Background: an optimization exercise with open tools, aiming at small area, a short achievable clock period and few clock cycles per item. Do not read the settings as production practice.
At most, simulation tests tie the RTL to the original design; equivalence was not proved.
Power figures rest on the tool's default switching activity, not on a simulated workload.

## exact_sum
module exact_sum (
    input  wire        clk,
    input  wire        rst,
    input  wire        in_valid,
    output wire        in_ready,
    input  wire [31:0] in_data,
    input  wire [1:0]  in_dtype,
    input  wire        in_last,
    output wire        out_valid,
    input  wire        out_ready,
    output wire [31:0] out_data
);
Size: roughly 3300 cells after synthesis, roughly 73 I/O pins, ~32000 um2 of cells after synthesis.
Settings: LEC_CHECK=0, CAP_MARGIN=20, CORE_MARGIN=2, CORE_UTILIZATION=40, SLEW_MARGIN=20; clock period 15.0 ns.
standard.sh (not shown) runs the stock make flow with config.mk's settings and CLKGATE_MAP_FILE= SYNTH_SCRIPT=/design/flow/synth_recipe.tcl, a recipe that flattens the netlist after the stock synthesis.
==> flow/flow/run.sh <==
#!/bin/bash
# Standard synthesis, then the standard layout steps with repair_timing asked
# for a larger setup margin (the SDC, period and IO constraints are unchanged).
set -e
bash standard.sh synth > synth.log 2>&1
bash standard.sh SETUP_SLACK_MARGIN=11 finish > layout.log 2>&1
Testbench counts at the start, summed over its fixed seeds: cycles 33,366, items 32,678.
Change:
--- a/flow/design.v
+++ b/flow/design.v
@@ -308,23 +308,21 @@
     end
     wire signed [9:0] base8 = {2'd0, W_base, 3'd0};
     wire signed [9:0] dlim  = {2'd0, kp} - base8;             
     reg  [6:0] dnzv;
     reg  [2:0] dpos [0:6];
     reg  [6:0] dsub;
     reg  [6:0] dt_n [0:6];
-    reg  signed [9:0] dval;
     always @(*) begin
         for (i = 0; i < 7; i = i + 1) begin
             dnzv[i] = (U[8*i +: 8] != 8'd0);
             dpos[i] = U[8*i+7] ? 3'd7 : U[8*i+6] ? 3'd6 : U[8*i+5] ? 3'd5 :
                       U[8*i+4] ? 3'd4 : U[8*i+3] ? 3'd3 : U[8*i+2] ? 3'd2 :
                       U[8*i+1] ? 3'd1 : 3'd0;
-            dval    = {4'd0, i[2:0], dpos[i]};
-            dsub[i] = (dval < dlim);
+            dsub[i] = ($signed({4'd0, i[2:0], dpos[i]}) < dlim);
             dt_n[i] = {1'b0, i[2:0], dpos[i]} + {2'd0, toff};
         end
     end
     reg [2:0] ld;
     always @(*) begin
         ld = dnzv[6] ? 3'd6 : dnzv[5] ? 3'd5 : dnzv[4] ? 3'd4 : dnzv[3] ? 3'd3 :
              dnzv[2] ? 3'd2 : dnzv[1] ? 3'd1 : 3'd0;
@@ -388,15 +386,14 @@
         case (p1_dt)
             2'd2:    begin q_kp = 8'd135; q_emax = 8'd31;  end
             default: begin q_kp = 8'd23;  q_emax = 8'd255; end
         endcase
     end
     wire signed [10:0] rexp = p1_sub ? 11'sd0 :
                               {3'd0, p1_b, 3'd0} + {{4{p1_lx[6]}}, p1_lx} - {3'd0, q_kp};
-    wire signed [10:0] emx = {3'd0, q_emax};
     reg         p2_v;
     reg [23:0]  p2_k;
     reg         p2_inc, p2_sg, p2_rz;
     reg [7:0]   p2_e;
     reg         p2_ge0, p2_ge1, p2_ge2;
     reg [1:0]   p2_dt;
     reg         p2_nan, p2_pinf, p2_ninf;
@@ -404,17 +401,17 @@
         if (rst) p2_v <= 1'b0;
         else     p2_v <= p1_v;
         p2_k    <= kept;
         p2_inc  <= rinc;
         p2_sg   <= p1_sg;
         p2_rz   <= p1_rz;
         p2_e    <= rexp[7:0];
-        p2_ge0  <= (rexp >= emx);
-        p2_ge1  <= (rexp >= emx - 11'sd1);
-        p2_ge2  <= (rexp >= emx - 11'sd2);
+        p2_ge0  <= (rexp >= $signed({3'd0, q_emax}));
+        p2_ge1  <= (rexp >= $signed({3'd0, q_emax}) - 11'sd1);
+        p2_ge2  <= (rexp >= $signed({3'd0, q_emax}) - 11'sd2);
         p2_dt   <= p1_dt;
         p2_nan  <= p1_nan;
         p2_pinf <= p1_pinf;
         p2_ninf <= p1_ninf;
     end
     wire [24:0] m1 = {1'b0, p2_k} + {24'd0, p2_inc};
     reg  [1:0]  mhi;     
@@ -467,15 +464,15 @@
     assign out_data  = o_d;
 endmodule
 module sk_add #(parameter N = 56) (
     input  wire [N-1:0] a,
     input  wire [N-1:0] b,
     output wire [N-1:0] s
 );
-    localparam L = 6;    
+    localparam L = $clog2(N);
     reg [N-1:0] g [0:L];
     reg [N-1:0] p [0:L];
     integer l, i, j;
     always @(*) begin
         g[0] = a & b;
         p[0] = a ^ b;
         for (l = 0; l < L; l = l + 1) begin
Final cell count is unchanged.
Clock power barely changes.
Hold slack is unchanged.
Total power is unchanged.
Die area stays the same.
Fmax stays the same.
Wire length stays the same.
No functional check of the RTL was part of the second run of this note.

---

main:
RTL: one of the versions met above, not the one the previous note started from.
For scale: roughly 3,300 cells after synthesis, roughly 690 flip-flops, about 73 I/O pins, roughly 32,000 sq um of cells after synthesis.
==> flow/design.v (excerpt) <==
module exact_sum (
    input  wire        clk,
    input  wire        rst,
    input  wire        in_valid,
    output wire        in_ready,
    input  wire [31:0] in_data,
    input  wire [1:0]  in_dtype,
    input  wire        in_last,
    output wire        out_valid,
    input  wire        out_ready,
    output wire [31:0] out_data
);
Settings: LEC_CHECK=0, CAP_MARGIN=20, CORE_MARGIN=2, CORE_UTILIZATION=40, SLEW_MARGIN=20; clock period 15.0 ns.
run.sh (not shown) runs the stock make flow with config.mk's settings and CLKGATE_MAP_FILE= SYNTH_SCRIPT=/design/flow/synth_recipe.tcl, a recipe that flattens the netlist after the stock synthesis.
Stock flow here: none of the scripts above is used.
#### Input delta (the feature branch over main)
-- flow/design.v --
<<< main, line 35
    wire [4:0]  is16 = iz16 ? 5'd0 : ie16 - 5'd1;
    wire [22:0] i_f  = i16 ? {in_data[9:0], 13'd0} : ib16 ? {in_data[6:0], 16'd0} : in_data[22:0];
    wire        fz32 = (in_data[22:0] == 23'd0), fz16b = (in_data[6:0] == 7'd0), fz16 = (in_data[9:0] == 10'd0);
    wire        em32 = (ie32 == 8'hff), em16b = (ie16b == 8'hff), em16 = (ie16 == 5'h1f);
    wire        sk32 = em32 | (iz32 & fz32), sk16b = em16b | (iz16b & fz16b), sk16 = em16 | (iz16 & fz16);
    wire        na32 = em32 & !fz32, na16b = em16b & !fz16b, na16 = em16 & !fz16;
    wire        in32 = em32 & fz32, in16b = em16b & fz16b, in16 = em16 & fz16;
    wire        i_ez = i16 ? iz16 : ib16 ? iz16b : iz32;
    always @(posedge clk) begin
        if (rdy) begin
>>> the feature branch, line 35
    wire [4:0]  is16 = iz16 ? 5'd0 : ie16 - 5'd1;
    wire [22:0] i_f  = i16 ? {in_data[9:0], 13'd0} : ib16 ? {in_data[6:0], 16'd0} : in_data[22:0];
    wire        i_fz = (i_f == 23'd0);
    wire        i_ez = i16 ? iz16 : ib16 ? iz16b : iz32;
    wire        i_em = i16 ? (ie16 == 5'h1f) : ib16 ? (ie16b == 8'hff) : (ie32 == 8'hff);
    always @(posedge clk) begin
        if (rdy) begin
<<< main, line 48
            r0_h    <= !i_ez;
            r0_f    <= i_f;
            r0_skip <= i16 ? sk16 : ib16 ? sk16b : sk32;
            r0_nan  <= i16 ? na16 : ib16 ? na16b : na32;
            r0_inf  <= i16 ? in16 : ib16 ? in16b : in32;
            r0_t    <= in_dtype;
            r0_l    <= in_last;
>>> the feature branch, line 45
            r0_h    <= !i_ez;
            r0_f    <= i_f;
            r0_skip <= i_em | (i_ez & i_fz);
            r0_nan  <= i_em & !i_fz;
            r0_inf  <= i_em & i_fz;
            r0_t    <= in_dtype;
            r0_l    <= in_last;
<<< main, line 295
    wire        sg  = W[55];
    wire        bz  = w_ovr & w_bz;
    wire [55:0] U   = W ^ {{24{W[55]}}, {16{W[54]}}, {16{W[53]}}};
    reg [4:0] pm;     
    reg [6:0] k0;     
>>> the feature branch, line 292
    wire        sg  = W[55];
    wire        bz  = w_ovr & w_bz;
    wire [55:0] U   = W ^ {56{sg}};
    reg [4:0] pm;     
    reg [6:0] k0;     
Notes after the runs:
The cell area in the feature branch was lower than what main gave.
Delta (the feature branch minus main): total length of routed wires down 3.6%, clock power barely changed, stage delay of the slowest cell on the critical path picked up an extra 0.08 ns, initial antenna violation count now smaller, clock-buffer cell count up 2.0%.
Re switching share of power: the feature branch and main aren't equal, and the higher value belongs to main.
Hold violation count in the final report: the feature branch vs main identical
Looking at number of buffers and inverters on the critical path, the feature branch sits below main.
On fraction of met1 tracks used by global routing: the feature branch sits below main.
Per the comparison of the feature branch with main, worst setup slack fell by 0.42 ns; via count fell by 518.
Function was not checked in any run of this note: the RTL went through the layout flow alone.

[afterwards: timing with drivers on the ports]
The results above use ideal ports. As a check the final layouts listed here were re-extracted and re-timed, cells and wires unchanged. Step 1 sets driving cells, clkbuf_16 on the clock port and buf_2 on the other inputs (assumed; they add their load-dependent delay and slew). Step 2 adds t to the input delays and takes it off the output delays; t is the mean of the earliest and latest rising clock arrival at the registers after step 1. Input paths then give back, and output paths get back, about the clock's delay inside the block. a / b / c = ideal / step 1 / step 2; a / b = the first two.
| run | shift t [ns] | setup slack, ns | worst hold slack (ns) | worst setup path after step 2 | clock arrival spread, ns |
|---|---|---|---|---|---|
| the first run of note 1 | 0.680 | 10.794 / 10.726 / 10.266 | 0.316 / 0.316 / 0.316 | input to register | 0.022 / 0.022 |
| the second run of note 1 | 0.680 | 10.794 / 10.726 / 10.266 | 0.316 / 0.316 / 0.316 | input to register | 0.022 / 0.022 |
| main | 0.679 | 9.712 / 9.712 / 9.471 | 0.315 / 0.315 / 0.315 | input to register | 0.040 / 0.039 |
| the feature branch | 0.678 | 9.291 / 9.331 / 8.653 | 0.299 / 0.299 / 0.299 | input to register | 0.044 / 0.044 |
After both steps every run listed still meets setup and hold. For the feature branch, which loses most, drivers alone change the setup slack by +0.040 ns; drivers and shift together by -0.638 ns.
